Context: an optimization exercise on an open-source flow, tuned for small area, a short achievable clock period and few clock cycles per item. The choices shown serve that exercise and are no tape-out recipe. Only simulation tests tie the RTL to the original design; equivalence was not proved.

==> flow/design.v <==
module bfe_rho (
    input  wire               clk,
    input  wire               rst,
    input  wire               in_valid,
    output wire               in_ready,
    input  wire               in_last,
    input  wire               in_elided,
    input  wire signed [15:0] in_w_i,
    input  wire signed [15:0] in_w_q,
    output reg                out_valid,
    input  wire               out_ready,
    output reg         [14:0] out_rho,
    output reg                out_null
);
    localparam [2:0] S_ACC  = 3'd0,   
                     S_PREP = 3'd1,   
                     S_DIV  = 3'd2,   
                     S_SQRT = 3'd3,   
                     S_OUT  = 3'd4;   
    reg [2:0]  state;
    reg [37:0] e_all, e_rem;           
    reg        any_elided;
    assign in_ready = (state == S_ACC);
    wire signed [31:0] sq_i = in_w_i * in_w_i;
    wire signed [31:0] sq_q = in_w_q * in_w_q;
    wire        [31:0] mag2 = $unsigned(sq_i) + $unsigned(sq_q);
    reg [38:0] dv_rem;
    reg [31:0] dv_bits;                
    reg [31:0] quo;
    reg [5:0]  cnt;
    wire [38:0] dv_sh   = {dv_rem[37:0], dv_bits[31]};
    wire        dv_ge   = dv_sh >= {1'b0, e_rem};
    wire [38:0] dv_next = dv_ge ? dv_sh - {1'b0, e_rem} : dv_sh;
    reg [31:0] sq_x;
    reg [15:0] root;
    reg [17:0] sq_rem;
    wire [17:0] sr_sh    = {sq_rem[15:0], sq_x[31:30]};
    wire [17:0] sr_trial = {root, 2'b01};
    wire        sr_ge    = sr_sh >= sr_trial;
    wire [16:0] rho_r    = {1'b0, root} + 17'd1;    
    always @(posedge clk) begin
        if (rst) begin
            state      <= S_ACC;
            e_all      <= 38'd0;
            e_rem      <= 38'd0;
            any_elided <= 1'b0;
            out_valid  <= 1'b0;
            out_rho    <= 15'd0;
            out_null   <= 1'b0;
        end else begin
            case (state)
                S_ACC: begin
                    if (in_valid) begin
                        e_all      <= e_all + {6'd0, mag2};
                        if (!in_elided)
                            e_rem  <= e_rem + {6'd0, mag2};
                        any_elided <= any_elided | in_elided;
                        if (in_last)
                            state  <= S_PREP;
                    end
                end
                S_PREP: begin
                    if (!any_elided) begin
                        out_rho   <= 15'd16384;
                        out_null  <= 1'b0;
                        out_valid <= 1'b1;
                        state     <= S_OUT;
                    end else if (e_rem == 38'd0) begin
                        out_rho   <= 15'd0;
                        out_null  <= 1'b1;
                        out_valid <= 1'b1;
                        state     <= S_OUT;
                    end else if ({2'b00, e_all} >= {e_rem, 2'b00}) begin
                        out_rho   <= 15'h7fff;
                        out_null  <= 1'b0;
                        out_valid <= 1'b1;
                        state     <= S_OUT;
                    end else begin
                        dv_rem  <= {3'd0, e_all[37:2]};
                        dv_bits <= {e_all[1:0], 30'd0};
                        quo     <= 32'd0;
                        cnt     <= 6'd0;
                        state   <= S_DIV;
                    end
                end
                S_DIV: begin
                    dv_rem  <= dv_next;
                    dv_bits <= {dv_bits[30:0], 1'b0};
                    quo     <= {quo[30:0], dv_ge};
                    cnt     <= cnt + 6'd1;
                    if (cnt == 6'd31) begin
                        sq_x   <= {quo[30:0], dv_ge};
                        root   <= 16'd0;
                        sq_rem <= 18'd0;
                        cnt    <= 6'd0;
                        state  <= S_SQRT;
                    end
                end
                S_SQRT: begin
                    sq_x   <= {sq_x[29:0], 2'b00};
                    sq_rem <= sr_ge ? sr_sh - sr_trial : sr_sh;
                    root   <= {root[14:0], sr_ge};
                    cnt    <= cnt + 6'd1;
                    if (cnt == 6'd15)
                        state <= S_OUT;
                end
                S_OUT: begin
                    if (!out_valid) begin
                        out_rho   <= rho_r[16] ? 15'h7fff : rho_r[15:1];
                        out_null  <= 1'b0;
                        out_valid <= 1'b1;
                    end else if (out_ready) begin
                        out_valid  <= 1'b0;
                        e_all      <= 38'd0;
                        e_rem      <= 38'd0;
                        any_elided <= 1'b0;
                        state      <= S_ACC;
                    end
                end
                default: state <= S_ACC;
            endcase
        end
    end
endmodule
==> flow/run.sh <==
#!/bin/bash
# synth_recipe.tcl (not shown) runs the flow's synth.tcl, then flattens the netlist and writes it again
# the make line also repeats each setting of config.mk as NAME=value (left out here)
make -C /OpenROAD-flow-scripts/flow DESIGN_CONFIG=/design/flow/config.mk WORK_HOME=/design/flow/orfs CLKGATE_MAP_FILE= SYNTH_SCRIPT=/design/flow/synth_recipe.tcl finish
==> flow/config.mk <==
export PLATFORM = sky130hd
export DESIGN_NAME = bfe_rho
export DESIGN_NICKNAME = bfe_rho
export VERILOG_FILES = /design/flow/design.v
export SDC_FILE = /design/flow/constraint.sdc
export NUM_CORES = 4
export LEC_CHECK = 0
export CAP_MARGIN = 20
export CORE_MARGIN = 2
export CORE_UTILIZATION = 40
export SLEW_MARGIN = 20
==> flow/constraint.sdc <==
create_clock -name core_clock -period 12.0 [get_ports {clk}]
set_input_delay 2.4000 -clock core_clock [delete_from_list [all_inputs] [get_ports {clk}]]
set_output_delay 2.4000 -clock core_clock [all_outputs]
set_load 0.01 [all_outputs]
==> results.json, run 1 <==
{
  "status": "finished clean",
  "synth_xor_area_share_pct": 4.297,
  "seq_share_pct": 16.16,
  "hp-class": "register to register",
  "synth-compound-area-share_pct": 11.98,
  "track_usage_pct": 18.96,
  "synth_top_family_by_area": "adder cells",
  "highest_layer": "met4",
  "synth_top_cell_by_area": "fa_1",
  "hold_viol": 0,
  "cts_tree": "built",
  "use_met1_pct": 26.05,
  "clockBufferCount": 35,
  "synth_area_um2": 34650,
  "ios": 56,
  "worstSetupEndpoint": "e_rem[37]",
  "holdPathStages": 2,
  "worstSetupPathDepth": 34,
  "worstMarginPinSlew_ns": 1.074,
  "synth_area_per_cell_um2": 9.243,
  "fill_cells": 8361,
  "synth_top_area_share_pct": 30.33,
  "dp_slack_ns": -0.1345,
  "met2_wirelength_um": 39960,
  "final.period_utilization_pct": 95.89,
  "core_area_um2": 85550,
  "routedWlPerCell_um": 16.50,
  "met3_usage_pct": 1.721,
  "ant_nets": 0,
  "fp.dieH_um": 298.3,
  "dr.pass1.iters": 5,
  "cts_root_buf": "clkbuf_16",
  "cts_resized": 0,
  "cts_setup_buffers": 0
}
Testbench counts, summed over its fixed seeds: cycles 37,989, sets 480.
==> run 2, diff against run 1 <==
==> flow/design.v (replaced) <==
module bfe_rho (
    input  wire               clk,
    input  wire               rst,
    input  wire               in_valid,
    output wire               in_ready,
    input  wire               in_last,
    input  wire               in_elided,
    input  wire signed [15:0] in_w_i,
    input  wire signed [15:0] in_w_q,
    output wire               out_valid,
    input  wire               out_ready,
    output wire        [14:0] out_rho,
    output wire               out_null
);
    reg        rdy;
    reg        iv, il, ie;
    reg [15:0] wi, wq;
    wire       take = in_valid & rdy;
    always @(posedge clk) begin
        wi <= in_w_i;
        wq <= in_w_q;
        il <= in_last;
        ie <= in_elided;
        iv <= take & ~rst;
    end
    wire pp1, pp2, pp3, pp4, pp5, pp6, pp7, pp8, pp9, pp10, pp11, pp12;
    wire pp13, pp14, pp15, pp16, pp17, pp18, pp19, pp20, pp21, pp22, pp23, pp24;
    wire pp25, pp26, pp27, pp28, pp29, pp30, pp31, pp32, pp33, pp34, pp35, pp36;
    wire pp37, pp38, pp39, pp40, pp41, pp42, pp43, pp44, pp45, pp46, pp47, pp48;
    wire pp49, pp50, pp51, pp52, pp53, pp54, pp55, pp56, pp57, pp58, pp59, pp60;
    wire pp61, pp62, pp63, pp64, pp65, pp66, pp67, pp68, pp69, pp70, pp71, pp72;
    wire pp73, pp74, pp75, pp76, pp77, pp78, pp79, pp80, pp81, pp82, pp83, pp84;
    wire pp85, pp86, pp87, pp88, pp89, pp90, pp91, pp92, pp93, pp94, pp95, pp96;
    wire pp97, pp98, pp99, pp100, pp101, pp102, pp103, pp104, pp105, pp106, pp107, pp108;
    wire pp109, pp110, pp111, pp112, pp113, pp114, pp115, pp116, pp117, pp118, pp119, pp120;
    wire pp121, pp122, pp123, pp124, pp125, pp126, pp127, pp128, pp129, pp130, pp131, pp132;
    wire pp133, pp134, pp135, pp136, pp137, pp138, pp139, pp140, pp141, pp142, pp143, pp144;
    wire pp145, pp146, pp147, pp148, pp149, pp150, pp151, pp152, pp153, pp154, pp155, pp156;
    wire pp157, pp158, pp159, pp160, pp161, pp162, pp163, pp164, pp165, pp166, pp167, pp168;
    wire pp169, pp170, pp171, pp172, pp173, pp174, pp175, pp176, pp177, pp178, pp179, pp180;
    wire pp181, pp182, pp183, pp184, pp185, pp186, pp187, pp188, pp189, pp190, pp191, pp192;
    wire pp193, pp194, pp195, pp196, pp197, pp198, pp199, pp200, pp201, pp202, pp203, pp204;
    wire pp205, pp206, pp207, pp208, pp209, pp210, pp211, pp212, pp213, pp214, pp215, pp216;
    wire pp217, pp218, pp219, pp220, pp221, pp222, pp223, pp224, pp225, pp226, pp227, pp228;
    wire pp229, pp230, pp231, pp232, pp233, pp234, pp235, pp236, pp237, pp238, pp239, pp240;
    wire hs241, hc242, fs243, fc244, hs245, hc246, fs247, fc248, hs249, hc250, fs251, fc252;
    wire fs253, fc254, fs255, fc256, hs257, hc258, fs259, fc260, fs261, fc262, fs263, fc264;
    wire fs265, fc266, fs267, fc268, fs269, fc270, fs271, fc272, fs273, fc274, hs275, hc276;
    wire fs277, fc278, hs279, hc280, fs281, fc282, hs283, hc284, fs285, fc286, fs287, fc288;
    wire fs289, fc290, fs291, fc292, fs293, fc294, fs295, fc296, hs297, hc298, fs299, fc300;
    wire fs301, fc302, fs303, fc304, fs305, fc306, fs307, fc308, fs309, fc310, fs311, fc312;
    wire fs313, fc314, fs315, fc316, fs317, fc318, fs319, fc320, fs321, fc322, fs323, fc324;
    wire fs325, fc326, fs327, fc328, fs329, fc330, fs331, fc332, fs333, fc334, fs335, fc336;
    wire fs337, fc338, fs339, fc340, fs341, fc342, fs343, fc344, fs345, fc346, fs347, fc348;
    wire fs349, fc350, fs351, fc352, fs353, fc354, fs355, fc356, fs357, fc358, fs359, fc360;
    wire fs361, fc362, fs363, fc364, fs365, fc366, fs367, fc368, fs369, fc370, fs371, fc372;
    wire hs373, hc374, fs375, fc376, fs377, fc378, fs379, fc380, fs381, fc382, hs383, hc384;
    wire fs385, fc386, fs387, fc388, fs389, fc390, fs391, fc392, fs393, fc394, fs395, fc396;
    wire fs397, fc398, fs399, fc400, fs401, fc402, fs403, fc404, fs405, fc406, fs407, fc408;
    wire fs409, fc410, fs411, fc412, fs413, fc414, fs415, fc416, fs417, fc418, fs419, fc420;
    wire fs421, fc422, fs423, fc424, fs425, fc426, fs427, fc428, fs429, fc430, fs431, fc432;
    wire fs433, fc434, fs435, fc436, fs437, fc438, fs439, fc440, fs441, fc442, fs443, fc444;
    wire fs445, fc446, fs447, fc448, fs449, fc450, fs451, fc452, fs453, fc454, fs455, fc456;
    wire fs457, fc458, fs459, fc460, fs461, fc462, fs463, fc464, fs465, fc466, fs467, fc468;
    wire fs469, fc470, fs471, fc472, fs473, fc474, fs475, fc476, fs477, fc478, fs479, fc480;
    wire fs481, fc482, fs483, fc484, hs485, hc486, fs487, fc488, hs489, hc490, fs491, fc492;
    wire fs493, fc494, fs495, fc496, fs497, fc498, fs499, fc500, fs501, fc502, fs503, fc504;
    wire fs505, fc506, fs507, fc508, fs509, fc510, fs511, fc512, fs513, fc514, fs515, fc516;
    wire fs517, fc518, fs519, fc520, fs521, fc522, fs523, fc524, fs525, fc526, fs527, fc528;
    wire fs529, fc530, fs531, fc532, fs533, fc534, fs535, fc536, fs537, fc538, fs539, fc540;
    wire fs541, fc542, fs543, fc544, fs545, fc546, fs547, fc548, fs549, fc550, fs551, fc552;
    wire fs553, fc554, fs555, fc556, fs557, fc558, fs559, fc560, fs561, fc562, fs563, fc564;
    wire fs565, fc566, fs567, fc568, fs569, fc570, fs571, fc572, fs573, fc574, fs575, fc576;
    wire fs577, fc578, hs579, hc580, hs581, hc582, fs583, fc584, fs585, fc586, fs587, fc588;
    wire fs589, fc590, fs591, fc592, fs593, fc594, fs595, fc596, fs597, fc598, fs599, fc600;
    wire fs601, fc602, fs603, fc604, fs605, fc606, fs607, fc608, fs609, fc610, fs611, fc612;
    wire fs613, fc614, fs615, fc616, fs617, fc618, fs619, fc620, fs621, fc622, fs623, fc624;
    wire fs625, fc626, fs627, fc628, fs629, fc630, fs631, fc632, fs633, fc634, hs635, hc636;
    wire fs637, fc638, fs639, fc640, fs641, fc642, fs643, fc644, fs645, fc646, fs647, fc648;
    wire fs649, fc650, fs651, fc652, fs653, fc654, fs655, fc656, fs657, fc658, fs659, fc660;
    wire fs661, fc662, fs663, fc664, fs665, fc666, fs667, fc668, fs669, fc670, fs671, fc672;
    wire fs673, fc674, fs675, fc676, fs677, fc678, fs679, fc680, fs681, fc682, fs683, fc684;
    wire fs685, fc686, fs687, fc688, fs689, fc690, fs691, fc692;
    assign pp1 = (wi[0] & wi[1]);
    assign pp2 = (wq[0] & wq[1]);
    assign pp3 = (wi[0] & wi[2]);
    assign pp4 = (wq[0] & wq[2]);
    assign pp5 = (wi[0] & wi[3]);
    assign pp6 = (wi[1] & wi[2]);
    assign pp7 = (wq[0] & wq[3]);
    assign pp8 = (wq[1] & wq[2]);
    assign pp9 = (wi[0] & wi[4]);
    assign pp10 = (wi[1] & wi[3]);
    assign pp11 = (wq[0] & wq[4]);
    assign pp12 = (wq[1] & wq[3]);
    assign pp13 = (wi[0] & wi[5]);
    assign pp14 = (wi[1] & wi[4]);
    assign pp15 = (wi[2] & wi[3]);
    assign pp16 = (wq[0] & wq[5]);
    assign pp17 = (wq[1] & wq[4]);
    assign pp18 = (wq[2] & wq[3]);
    assign pp19 = (wi[0] & wi[6]);
    assign pp20 = (wi[1] & wi[5]);
    assign pp21 = (wi[2] & wi[4]);
    assign pp22 = (wq[0] & wq[6]);
    assign pp23 = (wq[1] & wq[5]);
    assign pp24 = (wq[2] & wq[4]);
    assign pp25 = (wi[0] & wi[7]);
    assign pp26 = (wi[1] & wi[6]);
    assign pp27 = (wi[2] & wi[5]);
    assign pp28 = (wi[3] & wi[4]);
    assign pp29 = (wq[0] & wq[7]);
    assign pp30 = (wq[1] & wq[6]);
    assign pp31 = (wq[2] & wq[5]);
    assign pp32 = (wq[3] & wq[4]);
    assign pp33 = (wi[0] & wi[8]);
    assign pp34 = (wi[1] & wi[7]);
    assign pp35 = (wi[2] & wi[6]);
    assign pp36 = (wi[3] & wi[5]);
    assign pp37 = (wq[0] & wq[8]);
    assign pp38 = (wq[1] & wq[7]);
    assign pp39 = (wq[2] & wq[6]);
    assign pp40 = (wq[3] & wq[5]);
    assign pp41 = (wi[0] & wi[9]);
    assign pp42 = (wi[1] & wi[8]);
    assign pp43 = (wi[2] & wi[7]);
    assign pp44 = (wi[3] & wi[6]);
    assign pp45 = (wi[4] & wi[5]);
    assign pp46 = (wq[0] & wq[9]);
    assign pp47 = (wq[1] & wq[8]);
    assign pp48 = (wq[2] & wq[7]);
    assign pp49 = (wq[3] & wq[6]);
    assign pp50 = (wq[4] & wq[5]);
    assign pp51 = (wi[0] & wi[10]);
    assign pp52 = (wi[1] & wi[9]);
    assign pp53 = (wi[2] & wi[8]);
    assign pp54 = (wi[3] & wi[7]);
    assign pp55 = (wi[4] & wi[6]);
    assign pp56 = (wq[0] & wq[10]);
    assign pp57 = (wq[1] & wq[9]);
    assign pp58 = (wq[2] & wq[8]);
    assign pp59 = (wq[3] & wq[7]);
    assign pp60 = (wq[4] & wq[6]);
    assign pp61 = (wi[0] & wi[11]);
    assign pp62 = (wi[1] & wi[10]);
    assign pp63 = (wi[2] & wi[9]);
    assign pp64 = (wi[3] & wi[8]);
    assign pp65 = (wi[4] & wi[7]);
    assign pp66 = (wi[5] & wi[6]);
    assign pp67 = (wq[0] & wq[11]);
    assign pp68 = (wq[1] & wq[10]);
    assign pp69 = (wq[2] & wq[9]);
    assign pp70 = (wq[3] & wq[8]);
    assign pp71 = (wq[4] & wq[7]);
    assign pp72 = (wq[5] & wq[6]);
    assign pp73 = (wi[0] & wi[12]);
    assign pp74 = (wi[1] & wi[11]);
    assign pp75 = (wi[2] & wi[10]);
    assign pp76 = (wi[3] & wi[9]);
    assign pp77 = (wi[4] & wi[8]);
    assign pp78 = (wi[5] & wi[7]);
    assign pp79 = (wq[0] & wq[12]);
    assign pp80 = (wq[1] & wq[11]);
    assign pp81 = (wq[2] & wq[10]);
    assign pp82 = (wq[3] & wq[9]);
    assign pp83 = (wq[4] & wq[8]);
    assign pp84 = (wq[5] & wq[7]);
    assign pp85 = (wi[0] & wi[13]);
    assign pp86 = (wi[1] & wi[12]);
    assign pp87 = (wi[2] & wi[11]);
    assign pp88 = (wi[3] & wi[10]);
    assign pp89 = (wi[4] & wi[9]);
    assign pp90 = (wi[5] & wi[8]);
    assign pp91 = (wi[6] & wi[7]);
    assign pp92 = (wq[0] & wq[13]);
    assign pp93 = (wq[1] & wq[12]);
    assign pp94 = (wq[2] & wq[11]);
    assign pp95 = (wq[3] & wq[10]);
    assign pp96 = (wq[4] & wq[9]);
    assign pp97 = (wq[5] & wq[8]);
    assign pp98 = (wq[6] & wq[7]);
    assign pp99 = (wi[0] & wi[14]);
    assign pp100 = (wi[1] & wi[13]);
    assign pp101 = (wi[2] & wi[12]);
    assign pp102 = (wi[3] & wi[11]);
    assign pp103 = (wi[4] & wi[10]);
    assign pp104 = (wi[5] & wi[9]);
    assign pp105 = (wi[6] & wi[8]);
    assign pp106 = (wq[0] & wq[14]);
    assign pp107 = (wq[1] & wq[13]);
    assign pp108 = (wq[2] & wq[12]);
    assign pp109 = (wq[3] & wq[11]);
    assign pp110 = (wq[4] & wq[10]);
    assign pp111 = (wq[5] & wq[9]);
    assign pp112 = (wq[6] & wq[8]);
    assign pp113 = ~(wi[0] & wi[15]);
    assign pp114 = (wi[1] & wi[14]);
    assign pp115 = (wi[2] & wi[13]);
    assign pp116 = (wi[3] & wi[12]);
    assign pp117 = (wi[4] & wi[11]);
    assign pp118 = (wi[5] & wi[10]);
    assign pp119 = (wi[6] & wi[9]);
    assign pp120 = (wi[7] & wi[8]);
    assign pp121 = ~(wq[0] & wq[15]);
    assign pp122 = (wq[1] & wq[14]);
    assign pp123 = (wq[2] & wq[13]);
    assign pp124 = (wq[3] & wq[12]);
    assign pp125 = (wq[4] & wq[11]);
    assign pp126 = (wq[5] & wq[10]);
    assign pp127 = (wq[6] & wq[9]);
    assign pp128 = (wq[7] & wq[8]);
    assign pp129 = ~(wi[1] & wi[15]);
    assign pp130 = (wi[2] & wi[14]);
    assign pp131 = (wi[3] & wi[13]);
    assign pp132 = (wi[4] & wi[12]);
    assign pp133 = (wi[5] & wi[11]);
    assign pp134 = (wi[6] & wi[10]);
    assign pp135 = (wi[7] & wi[9]);
    assign pp136 = ~(wq[1] & wq[15]);
    assign pp137 = (wq[2] & wq[14]);
    assign pp138 = (wq[3] & wq[13]);
    assign pp139 = (wq[4] & wq[12]);
    assign pp140 = (wq[5] & wq[11]);
    assign pp141 = (wq[6] & wq[10]);
    assign pp142 = (wq[7] & wq[9]);
    assign pp143 = ~(wi[2] & wi[15]);
    assign pp144 = (wi[3] & wi[14]);
    assign pp145 = (wi[4] & wi[13]);
    assign pp146 = (wi[5] & wi[12]);
    assign pp147 = (wi[6] & wi[11]);
    assign pp148 = (wi[7] & wi[10]);
    assign pp149 = (wi[8] & wi[9]);
    assign pp150 = ~(wq[2] & wq[15]);
    assign pp151 = (wq[3] & wq[14]);
    assign pp152 = (wq[4] & wq[13]);
    assign pp153 = (wq[5] & wq[12]);
    assign pp154 = (wq[6] & wq[11]);
    assign pp155 = (wq[7] & wq[10]);
    assign pp156 = (wq[8] & wq[9]);
    assign pp157 = ~(wi[3] & wi[15]);
    assign pp158 = (wi[4] & wi[14]);
    assign pp159 = (wi[5] & wi[13]);
    assign pp160 = (wi[6] & wi[12]);
    assign pp161 = (wi[7] & wi[11]);
    assign pp162 = (wi[8] & wi[10]);
    assign pp163 = ~(wq[3] & wq[15]);
    assign pp164 = (wq[4] & wq[14]);
    assign pp165 = (wq[5] & wq[13]);
    assign pp166 = (wq[6] & wq[12]);
    assign pp167 = (wq[7] & wq[11]);
    assign pp168 = (wq[8] & wq[10]);
    assign pp169 = ~(wi[4] & wi[15]);
    assign pp170 = (wi[5] & wi[14]);
    assign pp171 = (wi[6] & wi[13]);
    assign pp172 = (wi[7] & wi[12]);
    assign pp173 = (wi[8] & wi[11]);
    assign pp174 = (wi[9] & wi[10]);
    assign pp175 = ~(wq[4] & wq[15]);
    assign pp176 = (wq[5] & wq[14]);
    assign pp177 = (wq[6] & wq[13]);
    assign pp178 = (wq[7] & wq[12]);
    assign pp179 = (wq[8] & wq[11]);
    assign pp180 = (wq[9] & wq[10]);
    assign pp181 = ~(wi[5] & wi[15]);
    assign pp182 = (wi[6] & wi[14]);
    assign pp183 = (wi[7] & wi[13]);
    assign pp184 = (wi[8] & wi[12]);
    assign pp185 = (wi[9] & wi[11]);
    assign pp186 = ~(wq[5] & wq[15]);
    assign pp187 = (wq[6] & wq[14]);
    assign pp188 = (wq[7] & wq[13]);
    assign pp189 = (wq[8] & wq[12]);
    assign pp190 = (wq[9] & wq[11]);
    assign pp191 = ~(wi[6] & wi[15]);
    assign pp192 = (wi[7] & wi[14]);
    assign pp193 = (wi[8] & wi[13]);
    assign pp194 = (wi[9] & wi[12]);
    assign pp195 = (wi[10] & wi[11]);
    assign pp196 = ~(wq[6] & wq[15]);
    assign pp197 = (wq[7] & wq[14]);
    assign pp198 = (wq[8] & wq[13]);
    assign pp199 = (wq[9] & wq[12]);
    assign pp200 = (wq[10] & wq[11]);
    assign pp201 = ~(wi[7] & wi[15]);
    assign pp202 = (wi[8] & wi[14]);
    assign pp203 = (wi[9] & wi[13]);
    assign pp204 = (wi[10] & wi[12]);
    assign pp205 = ~(wq[7] & wq[15]);
    assign pp206 = (wq[8] & wq[14]);
    assign pp207 = (wq[9] & wq[13]);
    assign pp208 = (wq[10] & wq[12]);
    assign pp209 = ~(wi[8] & wi[15]);
    assign pp210 = (wi[9] & wi[14]);
    assign pp211 = (wi[10] & wi[13]);
    assign pp212 = (wi[11] & wi[12]);
    assign pp213 = ~(wq[8] & wq[15]);
    assign pp214 = (wq[9] & wq[14]);
    assign pp215 = (wq[10] & wq[13]);
    assign pp216 = (wq[11] & wq[12]);
    assign pp217 = ~(wi[9] & wi[15]);
    assign pp218 = (wi[10] & wi[14]);
    assign pp219 = (wi[11] & wi[13]);
    assign pp220 = ~(wq[9] & wq[15]);
    assign pp221 = (wq[10] & wq[14]);
    assign pp222 = (wq[11] & wq[13]);
    assign pp223 = ~(wi[10] & wi[15]);
    assign pp224 = (wi[11] & wi[14]);
    assign pp225 = (wi[12] & wi[13]);
    assign pp226 = ~(wq[10] & wq[15]);
    assign pp227 = (wq[11] & wq[14]);
    assign pp228 = (wq[12] & wq[13]);
    assign pp229 = ~(wi[11] & wi[15]);
    assign pp230 = (wi[12] & wi[14]);
    assign pp231 = ~(wq[11] & wq[15]);
    assign pp232 = (wq[12] & wq[14]);
    assign pp233 = ~(wi[12] & wi[15]);
    assign pp234 = (wi[13] & wi[14]);
    assign pp235 = ~(wq[12] & wq[15]);
    assign pp236 = (wq[13] & wq[14]);
    assign pp237 = ~(wi[13] & wi[15]);
    assign pp238 = ~(wq[13] & wq[15]);
    assign pp239 = ~(wi[14] & wi[15]);
    assign pp240 = ~(wq[14] & wq[15]);
    assign hs241 = pp61 ^ pp62;
    assign hc242 = pp61 & pp62;
    assign fs243 = pp85 ^ pp86 ^ pp87;
    assign fc244 = (pp85 & pp86) | (pp85 & pp87) | (pp86 & pp87);
    assign hs245 = pp88 ^ pp89;
    assign hc246 = pp88 & pp89;
    assign fs247 = pp99 ^ pp100 ^ pp101;
    assign fc248 = (pp99 & pp100) | (pp99 & pp101) | (pp100 & pp101);
    assign hs249 = pp102 ^ pp103;
    assign hc250 = pp102 & pp103;
    assign fs251 = pp113 ^ pp114 ^ pp115;
    assign fc252 = (pp113 & pp114) | (pp113 & pp115) | (pp114 & pp115);
    assign fs253 = pp116 ^ pp117 ^ pp118;
    assign fc254 = (pp116 & pp117) | (pp116 & pp118) | (pp117 & pp118);
    assign fs255 = pp119 ^ pp120 ^ wi[8];
    assign fc256 = (pp119 & pp120) | (pp119 & wi[8]) | (pp120 & wi[8]);
    assign hs257 = pp121 ^ pp122;
    assign hc258 = pp121 & pp122;
    assign fs259 = pp129 ^ pp130 ^ pp131;
    assign fc260 = (pp129 & pp130) | (pp129 & pp131) | (pp130 & pp131);
    assign fs261 = pp132 ^ pp133 ^ pp134;
    assign fc262 = (pp132 & pp133) | (pp132 & pp134) | (pp133 & pp134);
    assign fs263 = pp135 ^ pp136 ^ pp137;
    assign fc264 = (pp135 & pp136) | (pp135 & pp137) | (pp136 & pp137);
    assign fs265 = pp143 ^ pp144 ^ pp145;
    assign fc266 = (pp143 & pp144) | (pp143 & pp145) | (pp144 & pp145);
    assign fs267 = pp146 ^ pp147 ^ pp148;
    assign fc268 = (pp146 & pp147) | (pp146 & pp148) | (pp147 & pp148);
    assign fs269 = pp149 ^ wi[9] ^ pp150;
    assign fc270 = (pp149 & wi[9]) | (pp149 & pp150) | (wi[9] & pp150);
    assign fs271 = pp157 ^ pp158 ^ pp159;
    assign fc272 = (pp157 & pp158) | (pp157 & pp159) | (pp158 & pp159);
    assign fs273 = pp169 ^ pp170 ^ pp171;
    assign fc274 = (pp169 & pp170) | (pp169 & pp171) | (pp170 & pp171);
    assign hs275 = pp25 ^ pp26;
    assign hc276 = pp25 & pp26;
    assign fs277 = pp41 ^ pp42 ^ pp43;
    assign fc278 = (pp41 & pp42) | (pp41 & pp43) | (pp42 & pp43);
    assign hs279 = pp44 ^ pp45;
    assign hc280 = pp44 & pp45;
    assign fs281 = pp51 ^ pp52 ^ pp53;
    assign fc282 = (pp51 & pp52) | (pp51 & pp53) | (pp52 & pp53);
    assign hs283 = pp54 ^ pp55;
    assign hc284 = pp54 & pp55;
    assign fs285 = hs241 ^ pp63 ^ pp64;
    assign fc286 = (hs241 & pp63) | (hs241 & pp64) | (pp63 & pp64);
    assign fs287 = pp65 ^ pp66 ^ wi[6];
    assign fc288 = (pp65 & pp66) | (pp65 & wi[6]) | (pp66 & wi[6]);
    assign fs289 = pp67 ^ pp68 ^ pp69;
    assign fc290 = (pp67 & pp68) | (pp67 & pp69) | (pp68 & pp69);
    assign fs291 = hc242 ^ pp73 ^ pp74;
    assign fc292 = (hc242 & pp73) | (hc242 & pp74) | (pp73 & pp74);
    assign fs293 = pp75 ^ pp76 ^ pp77;
    assign fc294 = (pp75 & pp76) | (pp75 & pp77) | (pp76 & pp77);
    assign fs295 = pp78 ^ pp79 ^ pp80;
    assign fc296 = (pp78 & pp79) | (pp78 & pp80) | (pp79 & pp80);
    assign hs297 = pp81 ^ pp82;
    assign hc298 = pp81 & pp82;
    assign fs299 = fs243 ^ hs245 ^ pp90;
    assign fc300 = (fs243 & hs245) | (fs243 & pp90) | (hs245 & pp90);
    assign fs301 = pp91 ^ wi[7] ^ pp92;
    assign fc302 = (pp91 & wi[7]) | (pp91 & pp92) | (wi[7] & pp92);
    assign fs303 = pp93 ^ pp94 ^ pp95;
    assign fc304 = (pp93 & pp94) | (pp93 & pp95) | (pp94 & pp95);
    assign fs305 = pp96 ^ pp97 ^ pp98;
    assign fc306 = (pp96 & pp97) | (pp96 & pp98) | (pp97 & pp98);
    assign fs307 = fc244 ^ hc246 ^ fs247;
    assign fc308 = (fc244 & hc246) | (fc244 & fs247) | (hc246 & fs247);
    assign fs309 = hs249 ^ pp104 ^ pp105;
    assign fc310 = (hs249 & pp104) | (hs249 & pp105) | (pp104 & pp105);
    assign fs311 = pp106 ^ pp107 ^ pp108;
    assign fc312 = (pp106 & pp107) | (pp106 & pp108) | (pp107 & pp108);
    assign fs313 = pp109 ^ pp110 ^ pp111;
    assign fc314 = (pp109 & pp110) | (pp109 & pp111) | (pp110 & pp111);
    assign fs315 = fc248 ^ hc250 ^ fs251;
    assign fc316 = (fc248 & hc250) | (fc248 & fs251) | (hc250 & fs251);
    assign fs317 = fs253 ^ fs255 ^ hs257;
    assign fc318 = (fs253 & fs255) | (fs253 & hs257) | (fs255 & hs257);
    assign fs319 = pp123 ^ pp124 ^ pp125;
    assign fc320 = (pp123 & pp124) | (pp123 & pp125) | (pp124 & pp125);
    assign fs321 = pp126 ^ pp127 ^ pp128;
    assign fc322 = (pp126 & pp127) | (pp126 & pp128) | (pp127 & pp128);
    assign fs323 = fc252 ^ fc254 ^ fc256;
    assign fc324 = (fc252 & fc254) | (fc252 & fc256) | (fc254 & fc256);
    assign fs325 = hc258 ^ fs259 ^ fs261;
    assign fc326 = (hc258 & fs259) | (hc258 & fs261) | (fs259 & fs261);
    assign fs327 = fs263 ^ pp138 ^ pp139;
    assign fc328 = (fs263 & pp138) | (fs263 & pp139) | (pp138 & pp139);
    assign fs329 = pp140 ^ pp141 ^ pp142;
    assign fc330 = (pp140 & pp141) | (pp140 & pp142) | (pp141 & pp142);
    assign fs331 = fc260 ^ fc262 ^ fc264;
    assign fc332 = (fc260 & fc262) | (fc260 & fc264) | (fc262 & fc264);
    assign fs333 = fs265 ^ fs267 ^ fs269;
    assign fc334 = (fs265 & fs267) | (fs265 & fs269) | (fs267 & fs269);
    assign fs335 = pp151 ^ pp152 ^ pp153;
    assign fc336 = (pp151 & pp152) | (pp151 & pp153) | (pp152 & pp153);
    assign fs337 = pp154 ^ pp155 ^ pp156;
    assign fc338 = (pp154 & pp155) | (pp154 & pp156) | (pp155 & pp156);
    assign fs339 = fc266 ^ fc268 ^ fc270;
    assign fc340 = (fc266 & fc268) | (fc266 & fc270) | (fc268 & fc270);
    assign fs341 = fs271 ^ pp160 ^ pp161;
    assign fc342 = (fs271 & pp160) | (fs271 & pp161) | (pp160 & pp161);
    assign fs343 = pp162 ^ pp163 ^ pp164;
    assign fc344 = (pp162 & pp163) | (pp162 & pp164) | (pp163 & pp164);
    assign fs345 = pp165 ^ pp166 ^ pp167;
    assign fc346 = (pp165 & pp166) | (pp165 & pp167) | (pp166 & pp167);
    assign fs347 = fc272 ^ fs273 ^ pp172;
    assign fc348 = (fc272 & fs273) | (fc272 & pp172) | (fs273 & pp172);
    assign fs349 = pp173 ^ pp174 ^ wi[10];
    assign fc350 = (pp173 & pp174) | (pp173 & wi[10]) | (pp174 & wi[10]);
    assign fs351 = pp175 ^ pp176 ^ pp177;
    assign fc352 = (pp175 & pp176) | (pp175 & pp177) | (pp176 & pp177);
    assign fs353 = pp178 ^ pp179 ^ pp180;
    assign fc354 = (pp178 & pp179) | (pp178 & pp180) | (pp179 & pp180);
    assign fs355 = fc274 ^ pp181 ^ pp182;
    assign fc356 = (fc274 & pp181) | (fc274 & pp182) | (pp181 & pp182);
    assign fs357 = pp183 ^ pp184 ^ pp185;
    assign fc358 = (pp183 & pp184) | (pp183 & pp185) | (pp184 & pp185);
    assign fs359 = pp186 ^ pp187 ^ pp188;
    assign fc360 = (pp186 & pp187) | (pp186 & pp188) | (pp187 & pp188);
    assign fs361 = pp191 ^ pp192 ^ pp193;
    assign fc362 = (pp191 & pp192) | (pp191 & pp193) | (pp192 & pp193);
    assign fs363 = pp194 ^ pp195 ^ wi[11];
    assign fc364 = (pp194 & pp195) | (pp194 & wi[11]) | (pp195 & wi[11]);
    assign fs365 = pp196 ^ pp197 ^ pp198;
    assign fc366 = (pp196 & pp197) | (pp196 & pp198) | (pp197 & pp198);
    assign fs367 = pp201 ^ pp202 ^ pp203;
    assign fc368 = (pp201 & pp202) | (pp201 & pp203) | (pp202 & pp203);
    assign fs369 = pp209 ^ pp210 ^ pp211;
    assign fc370 = (pp209 & pp210) | (pp209 & pp211) | (pp210 & pp211);
    assign fs371 = pp13 ^ pp14 ^ pp15;
    assign fc372 = (pp13 & pp14) | (pp13 & pp15) | (pp14 & pp15);
    assign hs373 = pp19 ^ pp20;
    assign hc374 = pp19 & pp20;
    assign fs375 = hs275 ^ pp27 ^ pp28;
    assign fc376 = (hs275 & pp27) | (hs275 & pp28) | (pp27 & pp28);
    assign fs377 = wi[4] ^ pp29 ^ pp30;
    assign fc378 = (wi[4] & pp29) | (wi[4] & pp30) | (pp29 & pp30);
    assign fs379 = hc276 ^ pp33 ^ pp34;
    assign fc380 = (hc276 & pp33) | (hc276 & pp34) | (pp33 & pp34);
    assign fs381 = pp35 ^ pp36 ^ pp37;
    assign fc382 = (pp35 & pp36) | (pp35 & pp37) | (pp36 & pp37);
    assign hs383 = pp38 ^ pp39;
    assign hc384 = pp38 & pp39;
    assign fs385 = fs277 ^ hs279 ^ wi[5];
    assign fc386 = (fs277 & hs279) | (fs277 & wi[5]) | (hs279 & wi[5]);
    assign fs387 = pp46 ^ pp47 ^ pp48;
    assign fc388 = (pp46 & pp47) | (pp46 & pp48) | (pp47 & pp48);
    assign fs389 = pp49 ^ pp50 ^ wq[5];
    assign fc390 = (pp49 & pp50) | (pp49 & wq[5]) | (pp50 & wq[5]);
    assign fs391 = fc278 ^ hc280 ^ fs281;
    assign fc392 = (fc278 & hc280) | (fc278 & fs281) | (hc280 & fs281);
    assign fs393 = hs283 ^ pp56 ^ pp57;
    assign fc394 = (hs283 & pp56) | (hs283 & pp57) | (pp56 & pp57);
    assign fs395 = pp58 ^ pp59 ^ pp60;
    assign fc396 = (pp58 & pp59) | (pp58 & pp60) | (pp59 & pp60);
    assign fs397 = fc282 ^ hc284 ^ fs285;
    assign fc398 = (fc282 & hc284) | (fc282 & fs285) | (hc284 & fs285);
    assign fs399 = fs287 ^ fs289 ^ pp70;
    assign fc400 = (fs287 & fs289) | (fs287 & pp70) | (fs289 & pp70);
    assign fs401 = pp71 ^ pp72 ^ wq[6];
    assign fc402 = (pp71 & pp72) | (pp71 & wq[6]) | (pp72 & wq[6]);
    assign fs403 = fc286 ^ fc288 ^ fc290;
    assign fc404 = (fc286 & fc288) | (fc286 & fc290) | (fc288 & fc290);
    assign fs405 = fs291 ^ fs293 ^ fs295;
    assign fc406 = (fs291 & fs293) | (fs291 & fs295) | (fs293 & fs295);
    assign fs407 = hs297 ^ pp83 ^ pp84;
    assign fc408 = (hs297 & pp83) | (hs297 & pp84) | (pp83 & pp84);
    assign fs409 = fc292 ^ fc294 ^ fc296;
    assign fc410 = (fc292 & fc294) | (fc292 & fc296) | (fc294 & fc296);
    assign fs411 = hc298 ^ fs299 ^ fs301;
    assign fc412 = (hc298 & fs299) | (hc298 & fs301) | (fs299 & fs301);
    assign fs413 = fs303 ^ fs305 ^ wq[7];
    assign fc414 = (fs303 & fs305) | (fs303 & wq[7]) | (fs305 & wq[7]);
    assign fs415 = fc300 ^ fc302 ^ fc304;
    assign fc416 = (fc300 & fc302) | (fc300 & fc304) | (fc302 & fc304);
    assign fs417 = fc306 ^ fs307 ^ fs309;
    assign fc418 = (fc306 & fs307) | (fc306 & fs309) | (fs307 & fs309);
    assign fs419 = fs311 ^ fs313 ^ pp112;
    assign fc420 = (fs311 & fs313) | (fs311 & pp112) | (fs313 & pp112);
    assign fs421 = fc308 ^ fc310 ^ fc312;
    assign fc422 = (fc308 & fc310) | (fc308 & fc312) | (fc310 & fc312);
    assign fs423 = fc314 ^ fs315 ^ fs317;
    assign fc424 = (fc314 & fs315) | (fc314 & fs317) | (fs315 & fs317);
    assign fs425 = fs319 ^ fs321 ^ wq[8];
    assign fc426 = (fs319 & fs321) | (fs319 & wq[8]) | (fs321 & wq[8]);
    assign fs427 = fc316 ^ fc318 ^ fc320;
    assign fc428 = (fc316 & fc318) | (fc316 & fc320) | (fc318 & fc320);
    assign fs429 = fc322 ^ fs323 ^ fs325;
    assign fc430 = (fc322 & fs323) | (fc322 & fs325) | (fs323 & fs325);
    assign fs431 = fs327 ^ fs329 ^ 1'b1;
    assign fc432 = (fs327 & fs329) | (fs327 & 1'b1) | (fs329 & 1'b1);
    assign fs433 = fc324 ^ fc326 ^ fc328;
    assign fc434 = (fc324 & fc326) | (fc324 & fc328) | (fc326 & fc328);
    assign fs435 = fc330 ^ fs331 ^ fs333;
    assign fc436 = (fc330 & fs331) | (fc330 & fs333) | (fs331 & fs333);
    assign fs437 = fs335 ^ fs337 ^ wq[9];
    assign fc438 = (fs335 & fs337) | (fs335 & wq[9]) | (fs337 & wq[9]);
    assign fs439 = fc332 ^ fc334 ^ fc336;
    assign fc440 = (fc332 & fc334) | (fc332 & fc336) | (fc334 & fc336);
    assign fs441 = fc338 ^ fs339 ^ fs341;
    assign fc442 = (fc338 & fs339) | (fc338 & fs341) | (fs339 & fs341);
    assign fs443 = fs343 ^ fs345 ^ pp168;
    assign fc444 = (fs343 & fs345) | (fs343 & pp168) | (fs345 & pp168);
    assign fs445 = fc340 ^ fc342 ^ fc344;
    assign fc446 = (fc340 & fc342) | (fc340 & fc344) | (fc342 & fc344);
    assign fs447 = fc346 ^ fs347 ^ fs349;
    assign fc448 = (fc346 & fs347) | (fc346 & fs349) | (fs347 & fs349);
    assign fs449 = fs351 ^ fs353 ^ wq[10];
    assign fc450 = (fs351 & fs353) | (fs351 & wq[10]) | (fs353 & wq[10]);
    assign fs451 = fc348 ^ fc350 ^ fc352;
    assign fc452 = (fc348 & fc350) | (fc348 & fc352) | (fc350 & fc352);
    assign fs453 = fc354 ^ fs355 ^ fs357;
    assign fc454 = (fc354 & fs355) | (fc354 & fs357) | (fs355 & fs357);
    assign fs455 = fs359 ^ pp189 ^ pp190;
    assign fc456 = (fs359 & pp189) | (fs359 & pp190) | (pp189 & pp190);
    assign fs457 = fc356 ^ fc358 ^ fc360;
    assign fc458 = (fc356 & fc358) | (fc356 & fc360) | (fc358 & fc360);
    assign fs459 = fs361 ^ fs363 ^ fs365;
    assign fc460 = (fs361 & fs363) | (fs361 & fs365) | (fs363 & fs365);
    assign fs461 = pp199 ^ pp200 ^ wq[11];
    assign fc462 = (pp199 & pp200) | (pp199 & wq[11]) | (pp200 & wq[11]);
    assign fs463 = fc362 ^ fc364 ^ fc366;
    assign fc464 = (fc362 & fc364) | (fc362 & fc366) | (fc364 & fc366);
    assign fs465 = fs367 ^ pp204 ^ pp205;
    assign fc466 = (fs367 & pp204) | (fs367 & pp205) | (pp204 & pp205);
    assign fs467 = pp206 ^ pp207 ^ pp208;
    assign fc468 = (pp206 & pp207) | (pp206 & pp208) | (pp207 & pp208);
    assign fs469 = fc368 ^ fs369 ^ pp212;
    assign fc470 = (fc368 & fs369) | (fc368 & pp212) | (fs369 & pp212);
    assign fs471 = wi[12] ^ pp213 ^ pp214;
    assign fc472 = (wi[12] & pp213) | (wi[12] & pp214) | (pp213 & pp214);
    assign fs473 = pp215 ^ pp216 ^ wq[12];
    assign fc474 = (pp215 & pp216) | (pp215 & wq[12]) | (pp216 & wq[12]);
    assign fs475 = fc370 ^ pp217 ^ pp218;
    assign fc476 = (fc370 & pp217) | (fc370 & pp218) | (pp217 & pp218);
    assign fs477 = pp219 ^ pp220 ^ pp221;
    assign fc478 = (pp219 & pp220) | (pp219 & pp221) | (pp220 & pp221);
    assign fs479 = pp223 ^ pp224 ^ pp225;
    assign fc480 = (pp223 & pp224) | (pp223 & pp225) | (pp224 & pp225);
    assign fs481 = wi[13] ^ pp226 ^ pp227;
    assign fc482 = (wi[13] & pp226) | (wi[13] & pp227) | (pp226 & pp227);
    assign fs483 = pp5 ^ pp6 ^ wi[2];
    assign fc484 = (pp5 & pp6) | (pp5 & wi[2]) | (pp6 & wi[2]);
    assign hs485 = pp9 ^ pp10;
    assign hc486 = pp9 & pp10;
    assign fs487 = fs371 ^ wi[3] ^ pp16;
    assign fc488 = (fs371 & wi[3]) | (fs371 & pp16) | (wi[3] & pp16);
    assign hs489 = pp17 ^ pp18;
    assign hc490 = pp17 & pp18;
    assign fs491 = fc372 ^ hs373 ^ pp21;
    assign fc492 = (fc372 & hs373) | (fc372 & pp21) | (hs373 & pp21);
    assign fs493 = pp22 ^ pp23 ^ pp24;
    assign fc494 = (pp22 & pp23) | (pp22 & pp24) | (pp23 & pp24);
    assign fs495 = hc374 ^ fs375 ^ fs377;
    assign fc496 = (hc374 & fs375) | (hc374 & fs377) | (fs375 & fs377);
    assign fs497 = pp31 ^ pp32 ^ wq[4];
    assign fc498 = (pp31 & pp32) | (pp31 & wq[4]) | (pp32 & wq[4]);
    assign fs499 = fc376 ^ fc378 ^ fs379;
    assign fc500 = (fc376 & fc378) | (fc376 & fs379) | (fc378 & fs379);
    assign fs501 = fs381 ^ hs383 ^ pp40;
    assign fc502 = (fs381 & hs383) | (fs381 & pp40) | (hs383 & pp40);
    assign fs503 = fc380 ^ fc382 ^ hc384;
    assign fc504 = (fc380 & fc382) | (fc380 & hc384) | (fc382 & hc384);
    assign fs505 = fs385 ^ fs387 ^ fs389;
    assign fc506 = (fs385 & fs387) | (fs385 & fs389) | (fs387 & fs389);
    assign fs507 = fc386 ^ fc388 ^ fc390;
    assign fc508 = (fc386 & fc388) | (fc386 & fc390) | (fc388 & fc390);
    assign fs509 = fs391 ^ fs393 ^ fs395;
    assign fc510 = (fs391 & fs393) | (fs391 & fs395) | (fs393 & fs395);
    assign fs511 = fc392 ^ fc394 ^ fc396;
    assign fc512 = (fc392 & fc394) | (fc392 & fc396) | (fc394 & fc396);
    assign fs513 = fs397 ^ fs399 ^ fs401;
    assign fc514 = (fs397 & fs399) | (fs397 & fs401) | (fs399 & fs401);
    assign fs515 = fc398 ^ fc400 ^ fc402;
    assign fc516 = (fc398 & fc400) | (fc398 & fc402) | (fc400 & fc402);
    assign fs517 = fs403 ^ fs405 ^ fs407;
    assign fc518 = (fs403 & fs405) | (fs403 & fs407) | (fs405 & fs407);
    assign fs519 = fc404 ^ fc406 ^ fc408;
    assign fc520 = (fc404 & fc406) | (fc404 & fc408) | (fc406 & fc408);
    assign fs521 = fs409 ^ fs411 ^ fs413;
    assign fc522 = (fs409 & fs411) | (fs409 & fs413) | (fs411 & fs413);
    assign fs523 = fc410 ^ fc412 ^ fc414;
    assign fc524 = (fc410 & fc412) | (fc410 & fc414) | (fc412 & fc414);
    assign fs525 = fs415 ^ fs417 ^ fs419;
    assign fc526 = (fs415 & fs417) | (fs415 & fs419) | (fs417 & fs419);
    assign fs527 = fc416 ^ fc418 ^ fc420;
    assign fc528 = (fc416 & fc418) | (fc416 & fc420) | (fc418 & fc420);
    assign fs529 = fs421 ^ fs423 ^ fs425;
    assign fc530 = (fs421 & fs423) | (fs421 & fs425) | (fs423 & fs425);
    assign fs531 = fc422 ^ fc424 ^ fc426;
    assign fc532 = (fc422 & fc424) | (fc422 & fc426) | (fc424 & fc426);
    assign fs533 = fs427 ^ fs429 ^ fs431;
    assign fc534 = (fs427 & fs429) | (fs427 & fs431) | (fs429 & fs431);
    assign fs535 = fc428 ^ fc430 ^ fc432;
    assign fc536 = (fc428 & fc430) | (fc428 & fc432) | (fc430 & fc432);
    assign fs537 = fs433 ^ fs435 ^ fs437;
    assign fc538 = (fs433 & fs435) | (fs433 & fs437) | (fs435 & fs437);
    assign fs539 = fc434 ^ fc436 ^ fc438;
    assign fc540 = (fc434 & fc436) | (fc434 & fc438) | (fc436 & fc438);
    assign fs541 = fs439 ^ fs441 ^ fs443;
    assign fc542 = (fs439 & fs441) | (fs439 & fs443) | (fs441 & fs443);
    assign fs543 = fc440 ^ fc442 ^ fc444;
    assign fc544 = (fc440 & fc442) | (fc440 & fc444) | (fc442 & fc444);
    assign fs545 = fs445 ^ fs447 ^ fs449;
    assign fc546 = (fs445 & fs447) | (fs445 & fs449) | (fs447 & fs449);
    assign fs547 = fc446 ^ fc448 ^ fc450;
    assign fc548 = (fc446 & fc448) | (fc446 & fc450) | (fc448 & fc450);
    assign fs549 = fs451 ^ fs453 ^ fs455;
    assign fc550 = (fs451 & fs453) | (fs451 & fs455) | (fs453 & fs455);
    assign fs551 = fc452 ^ fc454 ^ fc456;
    assign fc552 = (fc452 & fc454) | (fc452 & fc456) | (fc454 & fc456);
    assign fs553 = fs457 ^ fs459 ^ fs461;
    assign fc554 = (fs457 & fs459) | (fs457 & fs461) | (fs459 & fs461);
    assign fs555 = fc458 ^ fc460 ^ fc462;
    assign fc556 = (fc458 & fc460) | (fc458 & fc462) | (fc460 & fc462);
    assign fs557 = fs463 ^ fs465 ^ fs467;
    assign fc558 = (fs463 & fs465) | (fs463 & fs467) | (fs465 & fs467);
    assign fs559 = fc464 ^ fc466 ^ fc468;
    assign fc560 = (fc464 & fc466) | (fc464 & fc468) | (fc466 & fc468);
    assign fs561 = fs469 ^ fs471 ^ fs473;
    assign fc562 = (fs469 & fs471) | (fs469 & fs473) | (fs471 & fs473);
    assign fs563 = fc470 ^ fc472 ^ fc474;
    assign fc564 = (fc470 & fc472) | (fc470 & fc474) | (fc472 & fc474);
    assign fs565 = fs475 ^ fs477 ^ pp222;
    assign fc566 = (fs475 & fs477) | (fs475 & pp222) | (fs477 & pp222);
    assign fs567 = fc476 ^ fc478 ^ fs479;
    assign fc568 = (fc476 & fc478) | (fc476 & fs479) | (fc478 & fs479);
    assign fs569 = fs481 ^ pp228 ^ wq[13];
    assign fc570 = (fs481 & pp228) | (fs481 & wq[13]) | (pp228 & wq[13]);
    assign fs571 = fc480 ^ fc482 ^ pp229;
    assign fc572 = (fc480 & fc482) | (fc480 & pp229) | (fc482 & pp229);
    assign fs573 = pp230 ^ pp231 ^ pp232;
    assign fc574 = (pp230 & pp231) | (pp230 & pp232) | (pp231 & pp232);
    assign fs575 = pp233 ^ pp234 ^ wi[14];
    assign fc576 = (pp233 & pp234) | (pp233 & wi[14]) | (pp234 & wi[14]);
    assign fs577 = pp235 ^ pp236 ^ wq[14];
    assign fc578 = (pp235 & pp236) | (pp235 & wq[14]) | (pp236 & wq[14]);
    assign hs579 = pp1 ^ wi[1];
    assign hc580 = pp1 & wi[1];
    assign hs581 = fs483 ^ pp7;
    assign hc582 = fs483 & pp7;
    assign fs583 = fc484 ^ hs485 ^ pp11;
    assign fc584 = (fc484 & hs485) | (fc484 & pp11) | (hs485 & pp11);
    assign fs585 = hc486 ^ fs487 ^ hs489;
    assign fc586 = (hc486 & fs487) | (hc486 & hs489) | (fs487 & hs489);
    assign fs587 = fc488 ^ hc490 ^ fs491;
    assign fc588 = (fc488 & hc490) | (fc488 & fs491) | (hc490 & fs491);
    assign fs589 = fc492 ^ fc494 ^ fs495;
    assign fc590 = (fc492 & fc494) | (fc492 & fs495) | (fc494 & fs495);
    assign fs591 = fc496 ^ fc498 ^ fs499;
    assign fc592 = (fc496 & fc498) | (fc496 & fs499) | (fc498 & fs499);
    assign fs593 = fc500 ^ fc502 ^ fs503;
    assign fc594 = (fc500 & fc502) | (fc500 & fs503) | (fc502 & fs503);
    assign fs595 = fc504 ^ fc506 ^ fs507;
    assign fc596 = (fc504 & fc506) | (fc504 & fs507) | (fc506 & fs507);
    assign fs597 = fc508 ^ fc510 ^ fs511;
    assign fc598 = (fc508 & fc510) | (fc508 & fs511) | (fc510 & fs511);
    assign fs599 = fc512 ^ fc514 ^ fs515;
    assign fc600 = (fc512 & fc514) | (fc512 & fs515) | (fc514 & fs515);
    assign fs601 = fc516 ^ fc518 ^ fs519;
    assign fc602 = (fc516 & fc518) | (fc516 & fs519) | (fc518 & fs519);
    assign fs603 = fc520 ^ fc522 ^ fs523;
    assign fc604 = (fc520 & fc522) | (fc520 & fs523) | (fc522 & fs523);
    assign fs605 = fc524 ^ fc526 ^ fs527;
    assign fc606 = (fc524 & fc526) | (fc524 & fs527) | (fc526 & fs527);
    assign fs607 = fc528 ^ fc530 ^ fs531;
    assign fc608 = (fc528 & fc530) | (fc528 & fs531) | (fc530 & fs531);
    assign fs609 = fc532 ^ fc534 ^ fs535;
    assign fc610 = (fc532 & fc534) | (fc532 & fs535) | (fc534 & fs535);
    assign fs611 = fc536 ^ fc538 ^ fs539;
    assign fc612 = (fc536 & fc538) | (fc536 & fs539) | (fc538 & fs539);
    assign fs613 = fc540 ^ fc542 ^ fs543;
    assign fc614 = (fc540 & fc542) | (fc540 & fs543) | (fc542 & fs543);
    assign fs615 = fc544 ^ fc546 ^ fs547;
    assign fc616 = (fc544 & fc546) | (fc544 & fs547) | (fc546 & fs547);
    assign fs617 = fc548 ^ fc550 ^ fs551;
    assign fc618 = (fc548 & fc550) | (fc548 & fs551) | (fc550 & fs551);
    assign fs619 = fc552 ^ fc554 ^ fs555;
    assign fc620 = (fc552 & fc554) | (fc552 & fs555) | (fc554 & fs555);
    assign fs621 = fc556 ^ fc558 ^ fs559;
    assign fc622 = (fc556 & fc558) | (fc556 & fs559) | (fc558 & fs559);
    assign fs623 = fc560 ^ fc562 ^ fs563;
    assign fc624 = (fc560 & fc562) | (fc560 & fs563) | (fc562 & fs563);
    assign fs625 = fc564 ^ fc566 ^ fs567;
    assign fc626 = (fc564 & fc566) | (fc564 & fs567) | (fc566 & fs567);
    assign fs627 = fc568 ^ fc570 ^ fs571;
    assign fc628 = (fc568 & fc570) | (fc568 & fs571) | (fc570 & fs571);
    assign fs629 = fc572 ^ fc574 ^ fs575;
    assign fc630 = (fc572 & fc574) | (fc572 & fs575) | (fc574 & fs575);
    assign fs631 = fc576 ^ fc578 ^ pp237;
    assign fc632 = (fc576 & fc578) | (fc576 & pp237) | (fc578 & pp237);
    assign fs633 = pp239 ^ wi[15] ^ pp240;
    assign fc634 = (pp239 & wi[15]) | (pp239 & pp240) | (wi[15] & pp240);
    assign hs635 = hs579 ^ pp2;
    assign hc636 = hs579 & pp2;
    assign fs637 = hc580 ^ pp3 ^ pp4;
    assign fc638 = (hc580 & pp3) | (hc580 & pp4) | (pp3 & pp4);
    assign fs639 = hs581 ^ pp8 ^ wq[2];
    assign fc640 = (hs581 & pp8) | (hs581 & wq[2]) | (pp8 & wq[2]);
    assign fs641 = hc582 ^ fs583 ^ pp12;
    assign fc642 = (hc582 & fs583) | (hc582 & pp12) | (fs583 & pp12);
    assign fs643 = fc584 ^ fs585 ^ wq[3];
    assign fc644 = (fc584 & fs585) | (fc584 & wq[3]) | (fs585 & wq[3]);
    assign fs645 = fc586 ^ fs587 ^ fs493;
    assign fc646 = (fc586 & fs587) | (fc586 & fs493) | (fs587 & fs493);
    assign fs647 = fc588 ^ fs589 ^ fs497;
    assign fc648 = (fc588 & fs589) | (fc588 & fs497) | (fs589 & fs497);
    assign fs649 = fc590 ^ fs591 ^ fs501;
    assign fc650 = (fc590 & fs591) | (fc590 & fs501) | (fs591 & fs501);
    assign fs651 = fc592 ^ fs593 ^ fs505;
    assign fc652 = (fc592 & fs593) | (fc592 & fs505) | (fs593 & fs505);
    assign fs653 = fc594 ^ fs595 ^ fs509;
    assign fc654 = (fc594 & fs595) | (fc594 & fs509) | (fs595 & fs509);
    assign fs655 = fc596 ^ fs597 ^ fs513;
    assign fc656 = (fc596 & fs597) | (fc596 & fs513) | (fs597 & fs513);
    assign fs657 = fc598 ^ fs599 ^ fs517;
    assign fc658 = (fc598 & fs599) | (fc598 & fs517) | (fs599 & fs517);
    assign fs659 = fc600 ^ fs601 ^ fs521;
    assign fc660 = (fc600 & fs601) | (fc600 & fs521) | (fs601 & fs521);
    assign fs661 = fc602 ^ fs603 ^ fs525;
    assign fc662 = (fc602 & fs603) | (fc602 & fs525) | (fs603 & fs525);
    assign fs663 = fc604 ^ fs605 ^ fs529;
    assign fc664 = (fc604 & fs605) | (fc604 & fs529) | (fs605 & fs529);
    assign fs665 = fc606 ^ fs607 ^ fs533;
    assign fc666 = (fc606 & fs607) | (fc606 & fs533) | (fs607 & fs533);
    assign fs667 = fc608 ^ fs609 ^ fs537;
    assign fc668 = (fc608 & fs609) | (fc608 & fs537) | (fs609 & fs537);
    assign fs669 = fc610 ^ fs611 ^ fs541;
    assign fc670 = (fc610 & fs611) | (fc610 & fs541) | (fs611 & fs541);
    assign fs671 = fc612 ^ fs613 ^ fs545;
    assign fc672 = (fc612 & fs613) | (fc612 & fs545) | (fs613 & fs545);
    assign fs673 = fc614 ^ fs615 ^ fs549;
    assign fc674 = (fc614 & fs615) | (fc614 & fs549) | (fs615 & fs549);
    assign fs675 = fc616 ^ fs617 ^ fs553;
    assign fc676 = (fc616 & fs617) | (fc616 & fs553) | (fs617 & fs553);
    assign fs677 = fc618 ^ fs619 ^ fs557;
    assign fc678 = (fc618 & fs619) | (fc618 & fs557) | (fs619 & fs557);
    assign fs679 = fc620 ^ fs621 ^ fs561;
    assign fc680 = (fc620 & fs621) | (fc620 & fs561) | (fs621 & fs561);
    assign fs681 = fc622 ^ fs623 ^ fs565;
    assign fc682 = (fc622 & fs623) | (fc622 & fs565) | (fs623 & fs565);
    assign fs683 = fc624 ^ fs625 ^ fs569;
    assign fc684 = (fc624 & fs625) | (fc624 & fs569) | (fs625 & fs569);
    assign fs685 = fc626 ^ fs627 ^ fs573;
    assign fc686 = (fc626 & fs627) | (fc626 & fs573) | (fs627 & fs573);
    assign fs687 = fc628 ^ fs629 ^ fs577;
    assign fc688 = (fc628 & fs629) | (fc628 & fs577) | (fs629 & fs577);
    assign fs689 = fc630 ^ fs631 ^ pp238;
    assign fc690 = (fc630 & fs631) | (fc630 & pp238) | (fs631 & pp238);
    assign fs691 = fc632 ^ fs633 ^ wq[15];
    assign fc692 = (fc632 & fs633) | (fc632 & wq[15]) | (fs633 & wq[15]);
    wire [31:0] tree_a = {fc692, fc690, fc688, fc686, fc684, fc682, fc680, fc678, fc676, fc674, fc672, fc670, fc668, fc666, fc664, fc662, fc660, fc658, fc656, fc654, fc652, fc650, fc648, fc646, fc644, fc642, fc640, fc638, hc636, hs635, 1'b0, wi[0]};
    wire [31:0] tree_b = {fc634, fs691, fs689, fs687, fs685, fs683, fs681, fs679, fs677, fs675, fs673, fs671, fs669, fs667, fs665, fs663, fs661, fs659, fs657, fs655, fs653, fs651, fs649, fs647, fs645, fs643, fs641, fs639, fs637, wq[1], 1'b0, wq[0]};
    reg        mv, ml, me;
    reg [31:0] mag;
    always @(posedge clk) begin
        mag <= tree_a + tree_b;
        ml  <= il;
        me  <= ie;
        mv  <= iv & ~rst;
    end
    reg [37:0] e_all, e_rem;           
    reg        any_el, pend;           
    wire       ld;                     
    wire [31:0] add_all = mv ? mag : 32'd0;
    wire [31:0] add_rem = (mv & ~me) ? mag : 32'd0;
    always @(posedge clk) begin
        if (rst) begin
            e_all  <= 38'd0;
            e_rem  <= 38'd0;
            any_el <= 1'b0;
            pend   <= 1'b0;
        end else begin
            e_all  <= ld ? {6'd0, add_all} : e_all + {6'd0, add_all};
            e_rem  <= ld ? {6'd0, add_rem} : e_rem + {6'd0, add_rem};
            any_el <= ~ld & any_el | mv & me;
            pend   <= pend & ~ld | mv & ml;
        end
    end
    reg        busy, ovalid, onull, eael;
    reg [4:0]  cnt;
    reg [37:0] rem, dvs;               
    reg [3:0]  nb;                     
    reg [1:0]  qb;                     
    reg [15:0] sr;                     
    reg [14:0] root;                   
    assign ld = pend & ~busy & (~ovalid | out_ready);
    wire [38:0] x1 = {rem, nb[3]};
    wire [39:0] t1 = {1'b0, x1} - {2'b00, dvs};
    wire        g1 = ~t1[39];
    wire [37:0] r1 = g1 ? t1[37:0] : x1[37:0];
    wire [38:0] x2 = {r1, nb[2]};
    wire [39:0] t2 = {1'b0, x2} - {2'b00, dvs};
    wire        g2 = ~t2[39];
    wire [37:0] r2 = g2 ? t2[37:0] : x2[37:0];
    wire [17:0] ss = {sr, qb};
    wire [18:0] st = {1'b0, ss} - {2'b00, root, 2'b01};
    wire        sg = ~st[18];
    wire        dz      = (dvs == 38'd0);
    wire        special = ~eael | dz | g1 | g2;
    wire [14:0] spec_rho = ~eael ? 15'd16384 : dz ? 15'd0 : 15'h7fff;
    wire [14:0] root_inc = root + 15'd1;
    always @(posedge clk) begin
        rem <= ld ? {4'd0, e_all[37:4]} : r2;
        nb  <= ld ? e_all[3:0] : {nb[1:0], 2'b00};
        qb  <= {g1, g2};
        if (ld) dvs <= e_rem;
        if (ld) eael <= any_el;
        sr  <= (cnt == 5'd1) ? 16'd0 : sg ? st[15:0] : ss[15:0];
        if (busy) begin
            if (cnt == 5'd0) begin
                if (special) root <= spec_rho;
                onull <= eael & dz;
            end else if (cnt == 5'd1)
                root <= 15'd0;
            else if (cnt != 5'd17)
                root <= {root[13:0], sg};
            else if (sg & ~&root)
                root <= root_inc;
        end
        cnt <= ld ? 5'd0 : cnt + 5'd1;
    end
    wire fin = busy & (cnt == 5'd0 ? special : cnt == 5'd17);
    always @(posedge clk) begin
        if (rst) begin
            busy   <= 1'b0;
            ovalid <= 1'b0;
        end else begin
            busy   <= ld | busy & ~fin;
            ovalid <= fin | ovalid & ~out_ready;
        end
    end
    wire       busy_n   = ld | busy & ~fin;
    wire       ovalid_n = fin | ovalid & ~out_ready;
    wire       lI_n     = take & in_last;
    wire       lM_n     = iv & il;
    wire       lA_n     = pend & ~ld | mv & ml;
    wire       none     = ~lI_n & ~lM_n & ~lA_n;
    wire       one      = lI_n ^ lM_n ^ lA_n;
    always @(posedge clk)
        rdy <= rst | none | one & ~busy_n & ~ovalid_n;
    assign in_ready  = rdy;
    assign out_valid = ovalid;
    assign out_rho   = root;
    assign out_null  = onull;
endmodule
==> run 2 against run 1 <==
Still clean on timing, DRC and antenna. Routed wire length down 23%. Non-clock buffer count down 112. Die area down 27%. Count of clock-buffer cells in the layout up 13. Worst hold slack worse by 0.16 ns. Critical path depth down 12. First-iteration DRC count down 11%. Register-to-register slack worse by 2.6 ns. Fmax up 66%. Global-route usage up 0.45 points. Critical endpoint is now rem[18]. Largest cell class unchanged.
==> results.json, run 2 <==
{
  "status": "finished clean",
  "maxCapViolCount": 0,
  "path_max_fanout": 32,
  "final.period_utilization_pct": 57.80,
  "ant_nets": 0,
  "synth_top_area_share_pct": 17.08,
  "slew_viol_final": 0,
  "finalNonFillerCells": 3855,
  "portBuffers": 55,
  "place.gp.congestion": 0.9133,
  "relSlewSlack_pct": 17.58,
  "layout_common_cells": "nand2_1, inv_1, a21oi_1",
  "ff_latch_area_um2": 5976,
  "fill_cells": 6208,
  "crit_required_ns": 12.46,
  "async_reset_ff_share_pct": 0,
  "ys_seq_area_share_pct": 23.60,
  "fp.dieH_um": 255.6,
  "worstMarginPinSlew_ns": 1.220,
  "fmax_mhz": 144.2,
  "grt_max_degree": 67,
  "synth_top_cell_by_area": "dfxtp_1",
  "synth_warnings": 1,
  "synth.distinct_cells": 78,
  "drc": 0,
  "hold_viol": 0,
  "syn_inst": 2984,
  "clk_pin_slew_ns": 0.06,
  "finalSetupTns_ns": 0,
  "endpoint_kind": "register",
  "design.die.area_um2": 65330,
  "synth_ff_type": "dfxtp_1",
  "insertedDiodeCount": 0,
  "synth_common_cells": "nand2_1, inv_1, a21oi_1",
  "synth_fp_nets": 3440,
  "skew_ns": 0.02482,
  "grt_setup_unrepaired": "false",
  "clock_latency_ns": 0.56,
  "dr.pass1.iters": 5,
  "crit_type": "register to register",
  "critPathArrivalTime_ns": 7.39,
  "synth-edff-count": 55,
  "cts_tree": "built",
  "vias": 20405,
  "final_common_cell": "nand2_1",
  "routedWlPerCell_um": 16.51,
  "cts_setup_buffers": 0,
  "fin_hold_ws_ns": 0.3344,
  "synth.most_common_cell": "nand2_1",
  "worst_slack_ns": 5.064,
  "postCtsHoldBufs": 0,
  "cp-start-kind": "register",
  "cts_buffers": 35,
  "antenna_found_initial": 0,
  "wirelength_um": 63630,
  "synth_area_um2": 25320,
  "core_area_um2": 62850,
  "grt_overflow": 0,
  "grt_pass1_wl_um": 105600,
  "initial_utilization_pct": 40.29,
  "dp_hpwl_um": 48890,
  "syn_to_final_growth_pct": 9.640,
  "multi_input_area_um2": 17750,
  "drive_above_1_share_pct": 3.789,
  "synth_area_per_cell_um2": 8.486,
  "ys_ff_latch": 271,
  "drtIter0Drc": 1311,
  "fin_crit_ns": 6.936,
  "hp-class": "register to register",
  "die_w_um": 255.6,
  "dp_slack_ns": 5.090,
  "cts_resized": 0,
  "synth.area.top_cells": "dfxtp_1, fa_1, ha_1, edfxtp_1, nand2_1",
  "rows": 92,
  "nNetsFinal": 3439,
  "track_usage_pct": 19.41,
  "place_inst": 3792,
  "ios": 56,
  "viasPerCell": 5.293,
  "final-setup-viol-count": 0,
  "clock_sinks": 271,
  "cts_max_path_buffers": 3,
  "cts_root_buf": "clkbuf_16",
  "cts_max_level": 2,
  "first_global_vias": 20853
}
## run 2: area by class of cell
class | count | area share (%)
clock buffer | 48 | 3.511
tap | 846 | 3.813
clock inverter | 15 | 0.6039
sequential | 271 | 21.52
multi-input combinational | 2293 | 63.94
inverter | 312 | 4.227
timing repair buffer | 70 | 2.384
## run 2: path summary, 6_finish.rpt
check                           startpoint      end  slack, ns  cells after the start
worst max-delay path               dvs[24]  rem[18]       5.06                     22
worst min-delay path                    ie       me       0.33                      0
worst max register to register     dvs[24]  rem[18]       5.06                     22
worst min register to register          ie       me       0.33                      0
## run 2: metrics by stage
stage,utilization (%),instance area [um2]
global route,44.17,27760
floorplan,-,25320
global placement,42.34,26610
CTS,44.17,27760
detailed placement,42.36,26620
finish,44.17,27760
## run 2: cells by family after synthesis
family,synth area share [%]
xor gates and xnor gates,6.537
adders and majority gates,26.52
DFF,23.60
buffers and inverters,6.354
muxes,1.492
and+or+nand+nor,19.13
AOI/OAI and AO/OA,16.36
## run 2: worst max-delay path, cell delays in order (launching register included)
cell,delay (ns)
edfxtp_1,0.49
inv_1,0.12
ha_1,0.39
a21o_1,0.19
a21oi_1,0.20
o21ai_0,0.11
o211ai_1,0.13
o21a_1,0.21
nand2_2,0.12
a2111oi_4,0.34
buf_4,0.36
mux2_2,0.39
ha_1,0.37
o2111ai_1,0.20
and3_1,0.23
o21ai_0,0.36
a31oi_1,0.39
o21a_1,0.30
o31ai_1,0.35
a31o_2,0.70
nor2_1,0.36
a22o_1,0.27
a31o_2,0.22
## run 2: per-layer routing
metal / track usage (%) / wire [um] / share of wire [%] / up-vias
li1: - / - / - / 10051
met1: 25.59 / 29300 / 46 / 9797
met2: 32.98 / 29860 / 47 / 431
met3: 1.862 / 2441 / 3.8 / 126
met4: 7.294 / 2034 / 3.2 / 0
met5: 0 / 0 / 0 / -
Testbench counts of run 2, summed over its fixed seeds: cycles 22,769, sets 480.

-- static timing again, ports no longer ideal --
No port has a modelled driver above. Below, the same layouts with a new extraction and two added sets of constraints. Step 1 (the two cells are an assumption about what drives the block):
set clk [get_ports {clk}]
set_driving_cell -lib_cell sky130_fd_sc_hd__clkbuf_16 $clk
set_driving_cell -lib_cell sky130_fd_sc_hd__buf_2 [delete_from_list [all_inputs] $clk]
Step 2 also shifts input and output timing later by t, the mid clock arrival at the registers, as if the neighbouring blocks saw the same clock. Three values: no drivers, after step 1, after step 2; two values: the first two.
run | t (ns) | setup WS [ns] | hold WS [ns] | clock arrival spread, ns | pins driven straight from the clock port
run 1 | 0.619 | 0.493 / 0.466 / -0.154 | 0.495 / 0.495 / 0.495 | 0.013 / 0.013 | 1
run 2 | 0.607 | 5.064 / 5.064 / 5.064 | 0.334 / 0.334 / 0.334 | 0.024 / 0.025 | 1
Met with ideal ports but missed after step 2: setup timing in run 1. The setup slack of run 1, which loses most, moves by -0.027 ns with the drivers and by -0.647 ns with both steps.
